Context: an optimization exercise on an open-source flow, tuned for small area, a short achievable clock period and few clock cycles per item. The choices shown serve that exercise and are no tape-out recipe.
Only simulation tests tie the RTL to the original design; equivalence was not proved.

### flow/design.v
module zd_digest (
    input  wire        clk,
    input  wire        rst,         
    input  wire        cfg_we,
    input  wire [1:0]  cfg_sel,     
    input  wire [63:0] cfg_data,
    input  wire        in_valid,
    output wire        in_ready,
    input  wire [23:0] in_data,
    input  wire        in_signed,   
    output wire        idle,
    output wire [60:0] acc,
    output wire [63:0] pos
);
    localparam [63:0] GOLD = 64'h9E37_79B9_7F4A_7C15;
    reg [63:0] seed_q;
    reg [63:0] pos_q;
    reg [63:0] z0, z1, z2;
    reg [23:0] x1, x2;
    reg        s1, s2;
    reg        xv1, xv2;
    reg [12:0] b_one, b_two, b_neg;    
    reg [60:0] s_q;
    reg        rst_q;
    reg        reinit;
    reg        ready_q;
    reg        idle_q;
    wire wr_seed = cfg_we && cfg_sel == 2'd0;
    wire wr_pos  = cfg_we && cfg_sel == 2'd1;
    wire wr_acc  = cfg_we && cfg_sel == 2'd2;
    wire accept  = in_valid && !reinit && !cfg_we;
    wire [63:0] y0  = z0 ^ (z0 >> 30);
    wire [63:0] ny0 = ~z0 ^ (z0 >> 30);
    wire [63:0] p1  = (y0 << 0) + (ny0 << 3) + (ny0 << 6) + (ny0 << 9) + (y0 << 11) + (ny0 << 13) + (y0 << 16) + (y0 << 18) + (ny0 << 21) + (y0 << 24) + (ny0 << 26) + (y0 << 29) + (y0 << 32) + (ny0 << 34) + (ny0 << 36) + (ny0 << 39) + (y0 << 43) + (y0 << 46) + (ny0 << 51) + (ny0 << 53) + (ny0 << 55) + (ny0 << 62) + 64'h40a8009404202248;
    wire [63:0] y1  = z1;
    wire [63:0] ny1 = ~z1;
    wire        sel = reinit;
    wire [63:0] v   = sel ? pos_q : y1;
    wire [63:0] nv  = sel ? ~pos_q : ny1;
    wire [63:0] vx  = v ^ {64{sel}};
    wire [63:0] vxn = ~vx;
    wire [63:0] v_m  = v & ~{64{sel}};
    wire [63:0] v_g  = v & {64{sel}};
    wire [63:0] nv_m = nv & ~{64{sel}};
    wire [63:0] nv_g = nv & {64{sel}};
    wire [63:0] seed_g = seed_q & {64{sel}};
    wire [63:0] prod = (vxn << 0) + (vxn << 2) + (vxn << 4) + (v_m << 9) + (nv_g << 10) + (v_m << 12) + (nv_g << 15) + (vx << 16) + (nv_g << 18) + (vxn << 20) + (v << 22) + (nv << 24) + (v_m << 26) + (v_m << 28) + (v_g << 31) + (vxn << 32) + (v_m << 34) + (nv << 35) + (nv << 38) + (v << 41) + (vx << 43) + (v_m << 46) + (nv_g << 47) + (v_g << 51) + (vx << 52) + (vxn << 54) + (nv_m << 56) + (nv << 57) + (nv_m << 59) + (v << 61) + (v << 63) + seed_g + 64'h0b40004901100015 + ({64{sel}} & 64'h950801b87f400000);
    always @(posedge clk) begin
        if (reinit)
            z0 <= prod;
        else if (accept)
            z0 <= z0 + GOLD;
        z1 <= p1 ^ (p1 >> 27);
        z2 <= prod;
    end
    wire [63:0] m    = z2 ^ (z2 >> 31);
    wire [61:0] f    = {1'b0, m[60:0]} + {59'd0, m[63:61]};
    wire [60:0] f2   = f[60:0] + {60'd0, f[61]};
    wire [60:0] coef_d = (f2 == 61'd0 || &f2) ? 61'd1 : f2;
    reg  [60:0] coef;
    always @(posedge clk) coef <= coef_d;
    wire [25:0] xb = {{2{s2 & x2[23]}}, x2};    
    wire [26:0] xe = {xb, 1'b0};
    function [60:0] rotl(input [60:0] v, input integer k);
        rotl = (k == 0) ? v : ((v << k) | (v >> (61 - k)));
    endfunction
    integer i;
    always @(posedge clk) begin
        for (i = 0; i < 13; i = i + 1) begin
            b_one[i] <= xv2 & (xe[2*i+1] ^ xe[2*i]);
            b_two[i] <= xv2 & ((xe[2*i+2] & ~xe[2*i+1] & ~xe[2*i]) |
                               (~xe[2*i+2] & xe[2*i+1] & xe[2*i]));
            b_neg[i] <= xe[2*i+2];
        end
    end
    reg [60:0] pp [0:12];
    integer j;
    always @(*) begin
        for (j = 0; j < 13; j = j + 1)
            pp[j] = (({61{b_one[j]}} & rotl(coef, 2*j)) | ({61{b_two[j]}} & rotl(coef, 2*j+1)))
                    ^ {61{b_neg[j]}};
    end
    function [121:0] csa(input [60:0] a, input [60:0] b, input [60:0] c);
        reg [60:0] sm, cy;
        begin
            sm = a ^ b ^ c;
            cy = (a & b) | (a & c) | (b & c);
            csa = {cy[59:0], cy[60], sm};
        end
    endfunction
    wire [121:0] l1a = csa(s_q,   pp[0],  pp[1]);
    wire [121:0] l1b = csa(pp[2], pp[3],  pp[4]);
    wire [121:0] l1c = csa(pp[5], pp[6],  pp[7]);
    wire [121:0] l1d = csa(pp[8], pp[9],  pp[10]);
    wire [121:0] l2a = csa(l1a[60:0], l1a[121:61], l1b[60:0]);
    wire [121:0] l2b = csa(l1b[121:61], l1c[60:0], l1c[121:61]);
    wire [121:0] l2c = csa(l1d[60:0], l1d[121:61], pp[11]);
    wire [121:0] l3a = csa(l2a[60:0], l2a[121:61], l2b[60:0]);
    wire [121:0] l3b = csa(l2b[121:61], l2c[60:0], l2c[121:61]);
    wire [121:0] l4a = csa(l3a[60:0], l3a[121:61], l3b[60:0]);
    wire [121:0] l5a = csa(l4a[60:0], l4a[121:61], l3b[121:61]);
    wire [121:0] l6a = csa(l5a[60:0], l5a[121:61], pp[12]);
    wire [60:0] ma  = l6a[60:0];
    wire [60:0] mb  = l6a[121:61];
    wire [61:0] ru  = {1'b0, ma} + {1'b0, mb};
    wire [61:0] rt  = {1'b0, ma} + {1'b0, mb} + 62'd1;
    wire        two_p    = &ma & &mb;
    wire [60:0] acc_next = two_p ? 61'd0 : rt[61] ? rt[60:0] : ru[60:0];
    always @(posedge clk) begin
        x1 <= in_data;
        s1 <= in_signed;
        x2 <= x1;
        s2 <= s1;
        rst_q <= rst;
        if (rst_q) begin
            seed_q <= 64'd0;
            s_q    <= 61'd0;
        end else begin
            if (wr_seed) seed_q <= cfg_data;
            if (wr_acc)
                s_q <= cfg_data[60:0];
            else
                s_q <= acc_next;
        end
        if (rst_q)
            pos_q <= 64'd0;
        else if (wr_pos)
            pos_q <= cfg_data;
        else if (accept)
            pos_q <= pos_q + 64'd1;
        if (rst) begin
            xv1    <= 1'b0;
            xv2    <= 1'b0;
            reinit <= 1'b1;
            ready_q <= 1'b0;
            idle_q <= 1'b0;
        end else begin
            xv1    <= accept;
            xv2    <= xv1;
            reinit <= rst_q || wr_seed || wr_pos;
            ready_q <= !(rst_q || wr_seed || wr_pos);
            idle_q <= !(rst_q || accept || xv1 || xv2);
        end
    end
    assign in_ready = ready_q;
    assign idle     = idle_q;
    assign acc      = s_q;
    assign pos      = pos_q;
endmodule
### flow/config.mk
export PLATFORM = sky130hd
export DESIGN_NAME = zd_digest
export DESIGN_NICKNAME = zd_digest
export VERILOG_FILES = /design/flow/design.v
export SDC_FILE = /design/flow/constraint.sdc
export NUM_CORES = 4
export LEC_CHECK = 0
export ABC_AREA = 0
export CAP_MARGIN = 20
export CORE_MARGIN = 2
export CORE_UTILIZATION = 55
export PLACE_DENSITY = 0.68
export SLEW_MARGIN = 20
### flow/flow/run.sh
#!/bin/bash
# The standard layout (standard.sh) with two changes:
#  - Yosys's synth runs with -noabc: its early "abc -fast" pass re-maps the
#    full-adder trees of the RTL before extract_fa looks for them, which
#    leaves many inverters between the adder cells. Register names and cell
#    types are the same as the standard synthesis; the final ABC mapping is
#    unchanged.
#  - the port buffers that global placement inserts are buf_4 cells instead
#    of the weakest buffer.
set -euo pipefail
bash standard.sh SYNTH_ARGS=-noabc \
  'BUFFER_PORTS_ARGS=-buffer_cell sky130_fd_sc_hd__buf_4' finish > flow_standard.log 2>&1
### flow/constraint.sdc
create_clock -name core_clock -period 50.0 [get_ports {clk}]
set_input_delay 10.0000 -clock core_clock [delete_from_list [all_inputs] [get_ports {clk}]]
set_output_delay 10.0000 -clock core_clock [all_outputs]
set_load 0.01 [all_outputs]
### flow/standard.sh
#!/bin/bash
# synth_recipe.tcl (not shown) runs the flow's synth.tcl, then flattens the netlist and writes it again
# the make line also repeats each setting of config.mk as NAME=value (left out here)
make -C /OpenROAD-flow-scripts/flow DESIGN_CONFIG=/design/flow/config.mk WORK_HOME=/design/flow/orfs CLKGATE_MAP_FILE= SYNTH_SCRIPT=/design/flow/synth_recipe.tcl "${@:-finish}"
==> results of run 1 <==
[cells in the final DEF, fill, tap and decap left out, types with 28 or more instances in the layout]
cell,instances
dfxtp_4,31
nand3_1,133
mux2i_1,36
a211oi_1,36
and4_1,31
nor3_1,140
inv_1,548
clkbuf_16,73
edfxtp_1,64
a22oi_1,755
xor2_1,184
and2_1,116
o21a_1,30
a21oi_1,365
fa_1,2237
nor2b_1,29
and3_1,78
o21ai_0,267
a31oi_1,46
mux2_2,50
nor4_1,76
nand2_1,585
o211ai_1,30
dfxtp_1,424
buf_4,452
or4_1,28
o31ai_1,29
o21bai_1,30
nor2_1,387
nand2b_1,40
ha_1,688
xnor2_1,1161
a21o_1,90
nand4_1,120
or3_1,32
[stage by stage]
step	area [sq um]	hold slack (ps)
final	111400	323.9
after global routing	111400	332.0
after CTS	111400	325.4
after detailed placement	108800	312.1
after global placement	108800	309.8
after floorplan	104600	309.6
[path summary, 6_finish.rpt]
kind                     start                     end
max                 cfg_sel[1]  pos_q[40]$_SDFFE_PP0P_
min             x1[17]$_DFF_P_          x2[17]$_DFF_P_
max reg2reg  reinit$_SDFF_PP1_        z0[58]$_DFFE_PP_
min reg2reg     x1[17]$_DFF_P_          x2[17]$_DFF_P_
[sequential cells by signal (all words and copies together), names as in the netlist, 12 cells and up]
register  cells
z1           64
z2           64
b_neg        13
x1           24
z0           64
b_two        12
seed_q       64
s_q          61
pos_q        64
x2           24
b_one        13
coef         61
[per-layer routing]
metal  part of all wire  track usage
met1               0.34       0.5849
met2               0.42       0.7165
met3               0.13       0.1833
met4               0.11       0.3908
met5            0.00057     0.003722
[layout make-up]
class / count / area, sq um / share of cell area
Multi-Input combinational cell: 8151 / 88760 / 0.7965
Sequential cell: 536 / 11510 / 0.1033
Timing Repair Buffer: 453 / 3405 / 0.03055
Tap cell: 2511 / 3142 / 0.02819
Inverter: 549 / 2066 / 0.01854
Clock buffer: 87 / 1949 / 0.01749
Clock inverter: 42 / 584.3 / 0.005243
Antenna cell: 12 / 30.03 / 0.0002694
[worst max-delay path, cell delays in order]
cell      delay [ps]
buf_4            110
nor2b_1          310
nand2_1          570
nand2_1          700
buf_4            360
o21ai_0          120
a221oi_1         260
nor2_1            80
[cells by family after synthesis]
family	share of synthesized area
flip-flops	0.1087
AND/OR/NAND/NOR	0.09120
AO/OA/AOI/OAI	0.1204
adder cells (fa/ha/maj)	0.5105
multiplexers	0.008827
buffers and inverters	0.04539
XOR/XNOR	0.1150
==> summary.md, run 1 <==
| Metric | Value |
|---|---|
| Row Count | `160` |
| Status | `complete, no violations` |
| Hold path cells | `0` |
| Largest net degree at the start of global routing | `87` |
| DRC violations left | `0` |
| R2r setup slk | `38,080 ps` |
| Slew HR | `0.1244` |
| DP Wirelength | `373,900 um` |
| Placed cell count | `12,200` |
| Setup WS post-layout | `38,070 ps` |
| Area leader, netlist | `fa_1` |
| Area growth syn-to-layout | `6.538%` |
| # setup viols final | `0` |
| Synth Cell Area | `104,600 sq um` |
| CTS Buf Count | `70` |
| Drt initial violations | `12,570` |
| Commonest cells post-synth | `fa_1, xnor2_1, a22oi_1` |
| Global route total overflow | `0` |
| Clk buf depth | `3` |
| # IOs | `222` |
| Reg clk slew, reported paths | `60 ps` |
| Mapped Nets | `12,950` |
| Die height | `440.1 um` |
| Worst reg-to-reg path cell count | `29` |
| Critical Path RT | `50,580 ps` |
| WL final | `471,600 um` |
| CTS Sinks | `536` |
| Drt pass-1 iters | `11` |
| Nets@finish | `12,780` |
| Synthesized instance count | `9,929` |
| Global-route wire length before repair | `668,800 um` |
| CTS tree | `done` |
| Element type at the critical path end | `register` |
| Min Tclk post-route | `11,930 ps` |
| Core Region | `189,600 sq um` |
| Number of global-route vias before repair | `88,530` |
| Final hold vios | `0` |
| Post-CTS sizing | `0` |
| DR vias | `86,400` |
| Setup Skew | `66.93 ps` |
| Setup TNS | `0 ps` |
| Final non-filler cell total | `12,340` |
| Number of synthesized register bits | `536` |
| # port buffers | `221` |
| Cell at the root of the clock tree | `clkbuf_16` |
| Routed Antenna Nets | `0` |
| Worst EP arrival | `12,510 ps` |
| Clock latency at the later pin of the worst-skew pair | `780 ps` |
| Initial core utilization | `0.5518` |
| Filler cells | `15,840` |
| Mean Syn Cell Area | `10.54 sq um` |
| EDFF count, synth | `64` |
| CP startpoint kind | `input port` |
| Slew Limit Fails | `0` |
| Worst hold path type | `register to register` |
| Top-count cell post-synth | `fa_1` |
| Avg WL per Cell | `38.22 um` |
| Slew @ Worst Pin | `1304 ps` |
| Synth top area cells | `fa_1, xnor2_1, dfxtp_1` |
| Crit-path max FO | `23` |
| Most used DFF post-synth | `dfxtp_1` |
| Highest Clock Rate | `83.80 MHz` |
| Vias per Instance | `7.001` |
| Die area | `193,700 sq um` |
| Global Route Usage Sum | `0.4919` |
| Ys async rst share | `0` |
| Initial antenna violation count | `31` |
| Max-cap violation count | `0` |
| H-tree depth | `3` |
| GP Congestion | `1.115` |
| Sequential area share after synthesis | `0.1087` |
| Post-CTS Setup Inserts | `0` |
| Crit Path Class | `input port to register` |
| Yosys top cell area share | `0.4281` |
| RSZ-0062 raised after global routing | `false` |
| Final Core Density | `0.5879` |
| Die Wd | `440.1 um` |
| Proportion of layout cells with a drive suffix above 1 | `0.07934` |
| Hold buffers post-CTS | `0` |
| Yosys cell types | `97` |
| Yosys warns | `2` |
| DP Worst Slack | `37,430 ps` |
| Period utilization | `0.2387` |
Testbench counts, summed over its fixed seeds: cycles 14,857, items 14,281.
==> inputs of run 2 (changes only) <==
--- a/flow/design.v
+++ b/flow/design.v
@@ -128,3 +128,3 @@
             pos_q <= cfg_data;
-        else if (accept)
+        else if (xv1)
             pos_q <= pos_q + 64'd1;
--- a/flow/flow/run.sh
+++ b/flow/flow/run.sh
@@ -1,3 +1,3 @@
 #!/bin/bash
-# The standard layout (standard.sh) with two changes:
+# The standard layout (standard.sh) with these changes:
 #  - Yosys's synth runs with -noabc: its early "abc -fast" pass re-maps the
@@ -9,4 +9,8 @@
 #    of the weakest buffer.
+#  - after the placement resize step, the flip-flops that drive outputs are
+#    upsized to dfxtp_4 (flow/upsize.tcl).
 set -euo pipefail
 bash standard.sh SYNTH_ARGS=-noabc \
-  'BUFFER_PORTS_ARGS=-buffer_cell sky130_fd_sc_hd__buf_4' finish > flow_standard.log 2>&1
+  'BUFFER_PORTS_ARGS=-buffer_cell sky130_fd_sc_hd__buf_4' \
+  "POST_RESIZE_TCL=$PWD/flow/upsize.tcl" \
+  "${@:-finish}" > flow_standard.log 2>&1
==> flow/flow/upsize.tcl (new file) <==
# POST_RESIZE hook: the flip-flops that drive output ports (through the port
# buffers, and any buffers repair_design put in front of them) get the
# strongest dfxtp size, as timing repair would give them; detailed placement
# legalizes them next.
proc zd_driver { net } {
  if { $net == "NULL" } { return "NULL" }
  foreach it [$net getITerms] {
    if { [$it isOutputSignal] } { return [$it getInst] }
  }
  return "NULL"
}
proc zd_input_net { inst } {
  foreach it [$inst getITerms] {
    if { [$it isInputSignal] } { return [$it getNet] }
  }
  return "NULL"
}
set n 0
foreach bterm [[ord::get_db_block] getBTerms] {
  if { [$bterm getIoType] != "OUTPUT" } { continue }
  set inst [zd_driver [$bterm getNet]]
  for { set k 0 } { $k < 4 && $inst != "NULL" } { incr k } {
    set m [[$inst getMaster] getName]
    if { [string match "sky130_fd_sc_hd__dfxtp_*" $m] } {
      if { $m != "sky130_fd_sc_hd__dfxtp_4" } {
        replace_cell [$inst getName] sky130_fd_sc_hd__dfxtp_4
        incr n
      }
      break
    }
    if { ![string match "sky130_fd_sc_hd__*buf_*" $m] } { break }
    set inst [zd_driver [zd_input_net $inst]]
  }
}
puts "upsize.tcl: $n output flip-flops upsized to dfxtp_4"
==> run 2 against run 1 <==
Compared with the run above: still clean; final cell count decreased by 0.47%; via count decreased by 0.96%; hold slack improved by 1.6 ps; setup slack got worse by 67 ps; largest cell class unchanged.
==> summary.md, run 2 <==
| Metric | Value |
|---|---|
| Most used DFF post-synth | `dfxtp_1` |
| Hold path cells | `0 (unchanged)` |
| Crit Path Class | `register to register` |
| Ys async rst share | `0 (unchanged)` |
| Drt initial violations | `11,910 (-5.2%)` |
| EDFF count, synth | `64 (unchanged)` |
| Mux cell area share after synthesis | `0.01066 (+0.001835)` |
| DP Wirelength | `378,100 um (+1.1%)` |
| Clk buf depth | `3 (unchanged)` |
| Initial antenna violation count | `25 (-19%)` |
| Initial core utilization | `0.5515 (about the same)` |
| Cell family contributing the most delay on the critical path | `adder cells` |
| Buf/Inv on CP | `5 (+3)` |
| Area occupied by multi-input gates | `88,800 sq um (about the same)` |
| Reg clk slew, reported paths | `80 ps (+20 ps)` |
| Area leader, netlist | `fa_1` |
| Commonest non-fill, non-tap cell in the layout | `fa_1` |
| WL final | `469,700 um (-0.40%)` |
| Number of global-route vias before repair | `88,750 (+0.24%)` |
| Setup TNS | `0 ps (unchanged)` |
| Synthesized instance count | `9,847 (-0.83%)` |
| Post-synthesis xor/xnor area fraction | `0.1162 (+0.001226)` |
| Status | `complete, no violations` |
| Yosys warns | `2 (unchanged)` |
| CTS Sinks | `536 (unchanged)` |
| Slew Limit Fails | `0 (unchanged)` |
| Crit-path max FO | `32 (+39%)` |
| Worst hold path type | `register to register` |
| Reg2reg start | `reinit$_SDFF_PP1_` |
| Largest net degree at the start of global routing | `107 (+23%)` |
| Routed Antenna Nets | `0 (unchanged)` |
| Die height | `440.0 um (about the same)` |
| RSZ-0062 raised after global routing | `false` |
| Hold buffers post-CTS | `0 (unchanged)` |
| Slew @ Worst Pin | `1243 ps (-61.16 ps)` |
| Simple-Gate Fraction of Synth Area | `0.09252 (+0.001323)` |
| Clock latency at the later pin of the worst-skew pair | `770 ps (about the same)` |
| DR vias | `85,570 (-0.96%)` |
| Complex-gate fraction of the synthesized area | `0.1159 (-0.004443)` |
| Slowest Stage Delay on Critical Path | `1010 ps (+310 ps)` |
| Cell at the root of the clock tree | `clkbuf_16` |
| Mapped Nets | `12,870 (-0.63%)` |
| Max-cap violation count | `0 (unchanged)` |
| Largest family of logic cells by synthesized area | `adder cells` |
| Global-route wire length before repair | `665,400 um (-0.51%)` |
| Number of synthesized register bits | `536 (unchanged)` |
| GP Congestion | `1.116 (about the same)` |
| Critical Path Most Common Cell | `fa_1` |
| Core Region | `189,600 sq um (unchanged)` |
| Min Tclk post-route | `12,000 ps (+67.20 ps)` |
| # port buffers | `221 (unchanged)` |
| Mean Syn Cell Area | `10.62 sq um (+0.79%)` |
| Vias per Instance | `6.966 (-0.50%)` |
| CTS Buf Count | `70 (unchanged)` |
| Die area | `193,600 sq um (about the same)` |
| Sequential area share after synthesis | `0.1088 (about the same)` |
| CTS tree | `done` |
| Yosys cell types | `101 (+4.1%)` |
| Die Wd | `440.0 um (about the same)` |
| CP max stage cell | `nor4b_1` |
| Final Core Density | `0.5903 (+0.002423)` |
| Synth top area cells | `fa_1, xnor2_1, dfxtp_1` |
| CP startpoint kind | `register` |
| Element type at the critical path end | `register` |
| Drt pass-1 iters | `12 (+1)` |
| Nets@finish | `12,730 (-0.45%)` |
| Hold Path End | `x2[17]$_DFF_P_` |
| Slew HR | `0.1598 (+0.03535)` |
| Period utilization | `0.2400 (+0.001344)` |
| Post-CTS sizing | `0 (unchanged)` |
| Proportion of layout cells with a drive suffix above 1 | `0.09529 (+0.01594)` |
| Top-count cell post-synth | `fa_1` |
| Global Route Usage Sum | `0.4901 (-0.001811)` |
| Commonest cells after routing, fill and taps aside | `fa_1, xnor2_1, a22oi_1` |
| Global route total overflow | `0 (unchanged)` |
| Setup Skew | `73.01 ps (+6.080 ps)` |
| Final hold vios | `0 (unchanged)` |
| Critical Path RT | `50,460 ps (-120 ps)` |
| R2r setup slk | `38,000 ps (-80 ps)` |
| Avg WL per Cell | `38.24 um (about the same)` |
| Min-delay src | `x1[17]$_DFF_P_` |
| Synth Cell Area | `104,600 sq um (about the same)` |
| Row Count | `160 (unchanged)` |
| Highest Clock Rate | `83.33 MHz (-0.56%)` |
| Worst reg-to-reg path cell count | `28 (-3.4%)` |
| Worst EP arrival | `12,460 ps (-50 ps)` |
| DRC violations left | `0 (unchanged)` |
| # IOs | `222 (unchanged)` |
| Reg2reg end | `z0[63]$_DFFE_PP_` |
| Commonest cells post-synth | `fa_1, xnor2_1, a22oi_1` |
| Post-CTS Setup Inserts | `0 (unchanged)` |
| H-tree depth | `3 (unchanged)` |
| Filler cells | `15,800 (-0.25%)` |
| Area growth syn-to-layout | `7.027%` |
| # setup viols final | `0 (unchanged)` |
| Post-Synth Adder-Cell Area | `0.5108 (about the same)` |
| Register area | `11,960 sq um (+3.9%)` |
| Yosys top cell area share | `0.4283 (about the same)` |
## run 2: changes by cell type after synthesis, moves of 27 or more
cell,delta
a21oi_1,-65
clkbuf_1,-27
nand3_1,+31
nand2_1,-41
o21ai_0,-81
a211oi_1,+52
## run 2: worst register-to-register path: cells and delay by family, from the launching register on
family | cells | cell delay (ps)
buffers and inverters | 5 | 2050
muxes | 1 | 830
and+or+nand+nor | 4 | 1490
DFF | 1 | 580
AOI/OAI and AO/OA | 7 | 1990
adders and majority gates | 10 | 4670
xor gates and xnor gates | 1 | 150
## run 2: worst max-delay path by stage
stage / depth (start not counted) / slack, ps / endpoint / from
after floorplan: 2 / 38050 / z0[0]$_DFFE_PP_ / cfg_we
after CTS: 2 / 38410 / pos[15] / pos_q[15]$_SDFFE_PP0P_
after global placement: 9 / 37980 / s_q[58]$_SDFF_PP0_ / cfg_we
after detailed placement: 9 / 38000 / s_q[58]$_SDFF_PP0_ / cfg_we
final: 28 / 38000 / z0[63]$_DFFE_PP_ / reinit$_SDFF_PP1_
after global routing: 28 / 37860 / z0[63]$_DFFE_PP_ / reinit$_SDFF_PP1_
## run 2: area by class of cell
cell class | instances | share of cell area
antenna | 12 | 0.0002683
clock buffer | 85 | 0.01717
clock inverter | 43 | 0.004428
inverter | 552 | 0.01856
multi-input combinational | 8083 | 0.7935
sequential | 536 | 0.1069
tap | 2511 | 0.02807
timing repair buffer | 461 | 0.03111
## run 2: kinds of logic (layout without fill, tap and decap cells)
| family | count (synthesis) | count (layout) |
|---|---|---|
| fa+ha+maj | 2926 | 2926 |
| simple gates | 1924 | 1924 |
| flops | 536 | 536 |
| other cells | 0 | 12 |
| buf+inv | 1228 | 1141 |
| mux | 103 | 103 |
| xor+xnor | 1381 | 1381 |
| compound gates | 1749 | 1749 |
## run 2: per-stage QoR
step	area [sq um]	std cells	hold slack [ps]	setup WS, ps
after global routing	111900	12270	333.7	37860
after detailed placement	109400	12140	312.1	38000
after global placement	108900	12140	310.8	37980
after CTS	111800	12270	326.7	38410
final	111900	12280	325.5	38000
after floorplan	104600	9847	309.6	38050
## run 2: metal layers
layer  up-vias  global-route usage  wire (um)
met2      7011              0.7284     200800
li1      33120                   -          -
met4        32              0.3815      49200
met5         -            0.003226        285
met1     43260              0.5800     159100
met3      2148              0.1728      60320
Testbench counts of run 2, summed over its fixed seeds: cycles 14,857, items 14,281.
==> inputs of run 3 (changes only) <==
--- a/flow/design.v
+++ b/flow/design.v
@@ -57,4 +57,5 @@
     wire [61:0] f    = {1'b0, m[60:0]} + {59'd0, m[63:61]};
-    wire [60:0] f2   = f[60:0] + {60'd0, f[61]};
-    wire [60:0] coef_d = (f2 == 61'd0 || &f2) ? 61'd1 : f2;
+    wire [2:0]  fw   = f[2:0] + 3'd1;
+    wire [60:0] coef_d = f[61] ? {58'd0, fw} :
+                         (f[60:0] == 61'd0 || &f[60:0]) ? 61'd1 : f[60:0];
     reg  [60:0] coef;
==> flow/flow/upsize.tcl (replaced) <==
# POST_RESIZE hook, for the paths to the output ports:
#  - where repair_design put a buffer between a flip-flop and the port
#    buffer (because the flip-flop also feeds internal logic), the port
#    buffer is fed from the flip-flop directly;
#  - the flip-flops that drive output ports, and those whose output feeds
#    six or more pins, get the strongest dfxtp size, as timing repair would
#    give them.
# Detailed placement legalizes the resized cells next.
proc zd_driver_iterm { net } {
  if { $net == "NULL" } { return "NULL" }
  foreach it [$net getITerms] {
    if { [$it isOutputSignal] } { return $it }
  }
  return "NULL"
}
proc zd_input_iterm { inst } {
  foreach it [$inst getITerms] {
    if { [$it isInputSignal] } { return $it }
  }
  return "NULL"
}
proc zd_is_buf { inst } {
  return [string match "sky130_fd_sc_hd__buf_*" [[$inst getMaster] getName]]
}
proc zd_is_ff { inst } {
  return [string match "sky130_fd_sc_hd__dfxtp_*" [[$inst getMaster] getName]]
}
set nre 0
set nup 0
foreach bterm [[ord::get_db_block] getBTerms] {
  if { [$bterm getIoType] != "OUTPUT" } { continue }
  set d [zd_driver_iterm [$bterm getNet]]
  if { $d == "NULL" } { continue }
  set obuf [$d getInst]
  if { ![zd_is_buf $obuf] } { continue }
  set oin [zd_input_iterm $obuf]
  set d2 [zd_driver_iterm [$oin getNet]]
  if { $d2 == "NULL" } { continue }
  set inst [$d2 getInst]
  if { [zd_is_buf $inst] } {
    set d3 [zd_driver_iterm [[zd_input_iterm $inst] getNet]]
    if { $d3 != "NULL" && [zd_is_ff [$d3 getInst]] } {
      set qnet [$d3 getNet]
      $oin disconnect
      $oin connect $qnet
      incr nre
      set inst [$d3 getInst]
    }
  }
  if { [zd_is_ff $inst] && [[$inst getMaster] getName] != "sky130_fd_sc_hd__dfxtp_4" } {
    replace_cell [$inst getName] sky130_fd_sc_hd__dfxtp_4
    incr nup
  }
}
puts "upsize.tcl: $nre port buffers fed from their flip-flop directly, $nup output flip-flops upsized to dfxtp_4"

set nfo 0
foreach inst [[ord::get_db_block] getInsts] {
  set m [[$inst getMaster] getName]
  if { $m != "sky130_fd_sc_hd__dfxtp_1" && $m != "sky130_fd_sc_hd__dfxtp_2" } { continue }
  foreach it [$inst getITerms] {
    if { ![$it isOutputSignal] } { continue }
    set net [$it getNet]
    if { $net == "NULL" } { continue }
    set sinks [expr { [llength [$net getITerms]] - 1 + [llength [$net getBTerms]] }]
    if { $sinks >= 6 } {
      replace_cell [$inst getName] sky130_fd_sc_hd__dfxtp_4
      incr nfo
    }
  }
}
puts "upsize.tcl: $nfo flip-flops with six or more loads upsized to dfxtp_4"
--- a/flow/config.mk
+++ b/flow/config.mk
@@ -10,4 +10,4 @@
 export CORE_MARGIN = 2
-export CORE_UTILIZATION = 55
-export PLACE_DENSITY = 0.68
-export SLEW_MARGIN = 20
+export CORE_UTILIZATION = 60
+export PLACE_DENSITY = 0.72
+export SLEW_MARGIN = 55
==> run 3 against run 2 <==
Compared with the run above: utilization increased by 6.1 points; register-to-register slack improved by 560 ps; die area decreased by 9.6%; via count grew 1.9%; synthesized cell count is 1.9% lower; cell area fell by 0.46%; clock skew is 3.1 ps lower; final cell count shrank 3.7%; still clean.
==> summary.md, run 3 <==
| Metric | Value |
|---|---|
| Status | `complete, no violations` |
| Post-CTS Setup Inserts | `0 (unchanged)` |
| Register area | `12,080 sq um (+0.97%)` |
| Nets@finish | `12,530 (-1.6%)` |
| Reg clk slew, reported paths | `60 ps (-20 ps)` |
| Core Region | `171,200 sq um (-9.7%)` |
| Hold path cells | `0 (unchanged)` |
| Yosys top cell area share | `0.4346 (+0.006324)` |
| Min Tclk post-route | `11,690 ps (-308.8 ps)` |
| Worst EP arrival | `12,290 ps (-170 ps)` |
| Slew HR | `0.4558 (+0.2960)` |
| Synth Cell Area | `103,000 sq um (-1.5%)` |
| Vias per Instance | `7.373 (+5.8%)` |
| Final Core Density | `0.6508 (+0.06053)` |
| Max-cap violation count | `0 (unchanged)` |
| Slew Limit Fails | `0 (unchanged)` |
| # port buffers | `221 (unchanged)` |
| CTS Sinks | `536 (unchanged)` |
| Highest Clock Rate | `85.54 MHz (+2.6%)` |
| DRC violations left | `0 (unchanged)` |
| Global-route wire length before repair | `674,300 um (+1.3%)` |
| Final hold vios | `0 (unchanged)` |
| Mean Syn Cell Area | `10.67 sq um (+0.46%)` |
| Commonest cells after routing, fill and taps aside | `fa_1, xnor2_1, a22oi_1` |
| Proportion of layout cells with a drive suffix above 1 | `0.1146 (+0.01926)` |
| Die area | `175,100 sq um (-9.6%)` |
| # setup viols final | `0 (unchanged)` |
| Setup TNS | `0 ps (unchanged)` |
| DP Wirelength | `366,700 um (-3.0%)` |
| Initial core utilization | `0.6020 (+0.05046)` |
| GP Congestion | `1.124 (+0.71%)` |
| Period utilization | `0.2338 (-0.006176)` |
| Post-CTS sizing | `0 (unchanged)` |
| Crit Path Class | `input port to register` |
| Clk buf depth | `3 (unchanged)` |
| Crit-path max FO | `54 (+69%)` |
| # IOs | `222 (unchanged)` |
| CTS Buf Count | `66 (-5.7%)` |
| Die Wd | `418.4 um (-4.9%)` |
| Mapped Nets | `12,680 (-1.5%)` |
| Cell at the root of the clock tree | `clkbuf_16` |
| Yosys cell types | `94 (-6.9%)` |
| Slew @ Worst Pin | `815.4 ps (-427.4 ps)` |
| Hold Path End | `x2[5]$_DFF_P_` |
| Min-delay src | `x1[5]$_DFF_P_` |
| Element type at the critical path end | `register` |
| Most used DFF post-synth | `dfxtp_1` |
| Yosys warns | `2 (unchanged)` |
| Worst hold path type | `register to register` |
| Filler cells | `12,960 (-18%)` |
| Reg2reg end | `s_q[30]$_SDFF_PP0_` |
| Worst reg-to-reg path cell count | `24 (-14%)` |
| Avg WL per Cell | `40.62 um (+6.2%)` |
| Initial antenna violation count | `41 (+64%)` |
| Area leader, netlist | `fa_1` |
| WL final | `480,400 um (+2.3%)` |
| R2r setup slk | `38,560 ps (+560 ps)` |
| Top-count cell post-synth | `fa_1` |
| Clock latency at the later pin of the worst-skew pair | `750 ps (-20 ps)` |
| DR vias | `87,200 (+1.9%)` |
| Area growth syn-to-layout | `8.112%` |
| Reg2reg start | `b_two[2]$_DFF_P_` |
| CTS tree | `done` |
| Area occupied by multi-input gates | `88,220 sq um (-0.64%)` |
| Number of global-route vias before repair | `89,080 (+0.38%)` |
| Commonest cells post-synth | `fa_1, xnor2_1, a22oi_1` |
| Largest net degree at the start of global routing | `101 (-5.6%)` |
| Number of synthesized register bits | `536 (unchanged)` |
| Global route total overflow | `0 (unchanged)` |
| Global Route Usage Sum | `0.5555 (+0.06544)` |
| CP startpoint kind | `input port` |
| Ys async rst share | `0 (unchanged)` |
| Critical Path RT | `50,600 ps (+140 ps)` |
| Synthesized instance count | `9,659 (-1.9%)` |
| Setup Skew | `69.89 ps (-3.119 ps)` |
| Die height | `418.4 um (-4.9%)` |
| Drt initial violations | `15,020 (+26%)` |
| Sequential area share after synthesis | `0.1104 (+0.001606)` |
| Drt pass-1 iters | `17 (+5)` |
| Row Count | `152 (-5.0%)` |
| Routed Antenna Nets | `0 (unchanged)` |
| RSZ-0062 raised after global routing | `false` |
| EDFF count, synth | `64 (unchanged)` |
| Hold buffers post-CTS | `0 (unchanged)` |
| H-tree depth | `3 (unchanged)` |
| Commonest non-fill, non-tap cell in the layout | `fa_1` |
| Synth top area cells | `fa_1, xnor2_1, dfxtp_1` |
## run 3: worst max-delay path, cell delays in order
cell      delay [ps]
buf_4            140
nand3b_1         340
o21a_1           240
nand2b_2         330
buf_4            560
nor2_1           100
and3_1           200
or3_1            340
## run 3: per-layer routing
| layer | GRT usage | vias up | share of wire |
|---|---|---|---|
| met1 | 0.6104 | 43060 | 0.30 |
| met4 | 0.5232 | 52 | 0.13 |
| met5 | 0.06919 | - | 0.0030 |
| met2 | 0.7928 | 8634 | 0.42 |
| met3 | 0.2467 | 3128 | 0.15 |
| li1 | - | 32330 | - |
## run 3: layout make-up
type,count,area share
multi-input combinational,7899,0.7920
sequential,536,0.1084
timing repair buffer,453,0.03461
tap,2233,0.02508
inverter,549,0.01858
clock buffer,86,0.01652
clock inverter,36,0.003999
antenna,35,0.0007862
## run 3: cell families after synthesis
family,share of synthesized area
buffers and inverters,0.04500
xor gates and xnor gates,0.1137
adders and majority gates,0.5183
DFF,0.1104
and+or+nand+nor,0.08446
muxes,0.01320
AOI/OAI and AO/OA,0.1150
## run 3: stage by stage
| stage | hold slack, ps | instance area (sq um) | std cells | worst slack, ps |
|---|---|---|---|---|
| 2_1_floorplan | 309.6 | 103000 | 9659 | 38050 |
| 3_5_place_dp | 311.8 | 108600 | 11660 | 37660 |
| 3_3_place_gp | 310.3 | 106900 | 11640 | 37680 |
| 6_report | 318.8 | 111400 | 11830 | 38310 |
| 5_1_grt | 320.1 | 111300 | 11800 | 38190 |
| 4_1_cts | 321.3 | 110900 | 11780 | 38420 |
## run 3: how the worst max path moves through the flow
| stage | start | endpoint | slack, ps |
|---|---|---|---|
| after floorplan | cfg_we | z0[0]$_DFFE_PP_ | 38050 |
| after global placement | cfg_sel[0] | s_q[59]$_SDFF_PP0_ | 37680 |
| after detailed placement | cfg_sel[0] | s_q[59]$_SDFF_PP0_ | 37660 |
| after CTS | cfg_sel[0] | s_q[59]$_SDFF_PP0_ | 38420 |
| after global routing | cfg_sel[0] | s_q[59]$_SDFF_PP0_ | 38190 |
| final | cfg_sel[0] | s_q[59]$_SDFF_PP0_ | 38310 |
Testbench counts of run 3, summed over its fixed seeds: cycles 14,857, items 14,281.
==> inputs of run 4 (changes only) <==
--- a/flow/config.mk
+++ b/flow/config.mk
@@ -10,4 +10,4 @@
 export CORE_MARGIN = 2
-export CORE_UTILIZATION = 60
-export PLACE_DENSITY = 0.72
+export CORE_UTILIZATION = 55
+export PLACE_DENSITY = 0.68
 export SLEW_MARGIN = 55
==> run 4 against run 3 <==
Compared with the run above: synthesized cell count stayed put; still clean on timing, DRC and antenna; sequential cell count unchanged; count of clock-buffer cells in the layout down 7; critical path type unchanged; global-route usage fell by 6.2 points.
==> summary.md, run 4 <==
| Metric | Value |
|---|---|
| Core Region | `185,800 sq um (+8.6%)` |
| Die area | `190,800 sq um (+9.0%)` |
| Highest Clock Rate | `85.88 MHz (+0.40%)` |
| Max-cap violation count | `0 (unchanged)` |
| CP Cell Sequence | `buf_4, nand3b_1, o21a_1, nand2b_4, buf_4, nor2_1, and3_1, or3_1` |
| Vias per Instance | `6.933 (-6.0%)` |
| Worst hold path type | `register to register` |
| CTS Buf Count | `61 (-7.6%)` |
| Mean Syn Cell Area | `10.67 sq um (unchanged)` |
| Most used DFF post-synth | `dfxtp_1` |
| CTS tree | `done` |
| Commonest cells post-synth | `fa_1, xnor2_1, a22oi_1` |
| Crit Path Class | `input port to register` |
| Slew Limit Fails | `0 (unchanged)` |
| Min-delay src | `x1[7]$_DFF_P_` |
| Synth top area cells | `fa_1, xnor2_1, dfxtp_1` |
| Critical Path Most Common Cell | `buf_4` |
| Period utilization | `0.2329 (-0.0009280)` |
| Element type at the critical path end | `register` |
| Mapped Nets | `12,680 (unchanged)` |
| Number of synthesized register bits | `536 (unchanged)` |
| Cell family contributing the most delay on the critical path | `simple AND/OR/NAND/NOR gates` |
| Setup Skew | `49.17 ps (-20.71 ps)` |
| Cell at the root of the clock tree | `clkbuf_16` |
| Synthesized instance count | `9,659 (unchanged)` |
| Crit-path max FO | `41 (-24%)` |
| Die Wd | `436.8 um (+4.4%)` |
| Commonest cells after routing, fill and taps aside | `fa_1, xnor2_1, a22oi_1` |
| Yosys top cell area share | `0.4346 (unchanged)` |
| DP Worst Slack | `37,700 ps (+35.70 ps)` |
| Yosys warns | `2 (unchanged)` |
| Clock latency at the later pin of the worst-skew pair | `740 ps (about the same)` |
| DP Wirelength | `370,200 um (+0.95%)` |
| Min Tclk post-route | `11,640 ps (-46.40 ps)` |
| DR vias | `83,730 (-4.0%)` |
| Row Count | `158 (+3.9%)` |
| Setup TNS | `0 ps (unchanged)` |
| Slew HR | `0.5137 (+0.05796)` |
| CTS Sinks | `536 (unchanged)` |
| Routed Antenna Nets | `0 (unchanged)` |
| # setup viols final | `0 (unchanged)` |
| Area leader, netlist | `fa_1` |
| Hold path cells | `0 (unchanged)` |
| Top-count cell post-synth | `fa_1` |
| Critical Path RT | `50,610 ps (about the same)` |
| Drt pass-1 iters | `19 (+2)` |
| Slowest Stage Delay on Critical Path | `490 ps (-70 ps)` |
| Global-route wire length before repair | `661,500 um (-1.9%)` |
| CP max stage cell | `buf_4` |
| Global route total overflow | `0 (unchanged)` |
| Yosys cell types | `94 (unchanged)` |
| Sequential area share after synthesis | `0.1104 (unchanged)` |
| RSZ-0062 raised after global routing | `false` |
| Drt initial violations | `12,300 (-18%)` |
| Reg2reg end | `z0[60]$_DFFE_PP_` |
| Final hold vios | `0 (unchanged)` |
| WL final | `467,000 um (-2.8%)` |
| Slew @ Worst Pin | `724.5 ps (-90.93 ps)` |
| Number of global-route vias before repair | `86,650 (-2.7%)` |
| Setup WS post-layout | `38,360 ps (+46.40 ps)` |
| Global Route Usage Sum | `0.4937 (-0.06189)` |
| CP startpoint kind | `input port` |
| Largest net degree at the start of global routing | `107 (+5.9%)` |
| Worst EP arrival | `12,250 ps (-40 ps)` |
| Nets@finish | `12,540 (+0.12%)` |
| Reg clk slew, reported paths | `60 ps (about the same)` |
| Avg WL per Cell | `38.67 um (-4.8%)` |
| Initial antenna violation count | `42 (+2.4%)` |
| Worst reg-to-reg path cell count | `30 (+25%)` |
| Post-CTS sizing | `0 (unchanged)` |
| # IOs | `222 (unchanged)` |
| Synth Cell Area | `103,000 sq um (unchanged)` |
| H-tree depth | `2 (-1)` |
| Die height | `436.8 um (+4.4%)` |
| Hold Path End | `x2[7]$_DFF_P_` |
| Status | `complete, no violations` |
| Clk buf depth | `3 (unchanged)` |
| Ys async rst share | `0 (unchanged)` |
| Buf/Inv on CP | `2 (unchanged)` |
| DRC violations left | `0 (unchanged)` |
| Proportion of layout cells with a drive suffix above 1 | `0.1136 (-0.0009913)` |
| Hold buffers post-CTS | `0 (unchanged)` |
| Area growth syn-to-layout | `8.244%` |
| Commonest non-fill, non-tap cell in the layout | `fa_1` |
| GP Congestion | `1.105 (-1.6%)` |
| R2r setup slk | `38,760 ps (+200 ps)` |
| EDFF count, synth | `64 (unchanged)` |
| Post-CTS Setup Inserts | `0 (unchanged)` |
| Reg2reg start | `reinit$_SDFF_PP1_` |
| Initial core utilization | `0.5545 (-0.04750)` |
| # port buffers | `221 (unchanged)` |
==> run 4: changes by cell type in the layout (fill, tap and decap cells not counted), sizes merged <==
cell,delta
buf,+24
clkinv,+6
bufinv,-1
inv,-5
diode,-11
clkbuf,-11
==> run 4: per-layer routing <==
metal / vias up / wire length (um) / GRT usage
li1: 32320 / - / -
met1: 42410 / 154500 / 0.5761
met2: 6824 / 200700 / 0.7322
met3: 2157 / 55050 / 0.1503
met4: 14 / 56550 / 0.4460
met5: - / 216 / 0.006804
==> run 4: how the worst max path moves through the flow <==
stage	cells past startpoint	to	slack, ps	from
global placement	8	s_q[59]$_SDFF_PP0_	37470	cfg_sel[0]
finish	8	s_q[59]$_SDFF_PP0_	38360	cfg_sel[0]
global route	30	z0[60]$_DFFE_PP_	38310	reinit$_SDFF_PP1_
detailed placement	8	s_q[59]$_SDFF_PP0_	37700	cfg_sel[0]
floorplan	2	z0[0]$_DFFE_PP_	38050	cfg_we
CTS	8	s_q[59]$_SDFF_PP0_	38460	cfg_sel[0]
==> run 4: area by class of cell <==
| type | instances | area [sq um] |
|---|---|---|
| Timing Repair Buffer | 473 | 4005 |
| Clock buffer | 79 | 1740 |
| Inverter | 549 | 2067 |
| Antenna cell | 24 | 60.06 |
| Clock inverter | 36 | 409.1 |
| Fill cell | 15440 | 74300 |
| Sequential cell | 536 | 12070 |
| Multi-Input combinational cell | 7899 | 88080 |
| Tap cell | 2480 | 3103 |
==> run 4: metrics by stage <==
stage	hold WS, ps	instances	utilization	instance area [sq um]
after floorplan	309.6	9659	-	103000
after global placement	312.0	11900	0.5774	107300
after detailed placement	312.5	11930	0.5868	109000
after CTS	325.5	12040	0.5984	111200
after global routing	328.3	12060	0.5999	111500
final	322.4	12080	0.6002	111500
==> run 4: cell families after synthesis <==
logic type	after synthesis	share of synthesized area
adders and majority gates	2926	0.5183
and+or+nand+nor	1793	0.08446
AOI/OAI and AO/OA	1719	0.1150
xor gates and xnor gates	1334	0.1137
buffers and inverters	1224	0.04500
DFF	536	0.1104
muxes	127	0.01320

[re-timing with driven ports]
Ports are ideal in the flow. The routed layouts listed here were re-timed in OpenROAD. Step 1 sets driving cells, clkbuf_16 on the clock port and buf_2 on the other inputs (assumed; they add their load-dependent delay and slew). Step 2 also shifts input and output timing later by t, the mid clock arrival at the registers, as if the neighbouring blocks saw the same clock. Slacks: ideal / step 1 / step 2; pairs: ideal / step 1.
run	t, ns	setup slack, ns	slew at the worst register clock pin (ns)
run 1	0.857	38.067 / 38.023 / 37.293	0.07 / 0.07
run 2	0.822	38.000 / 38.000 / 37.941	0.08 / 0.08
run 3	0.808	38.309 / 38.296 / 37.569	0.10 / 0.10
run 4	0.810	38.355 / 38.387 / 37.599	0.10 / 0.10
After both steps every run listed still meets setup and hold. The setup slack of run 1, which loses most, moves by -0.044 ns with the drivers and by -0.774 ns with both steps.
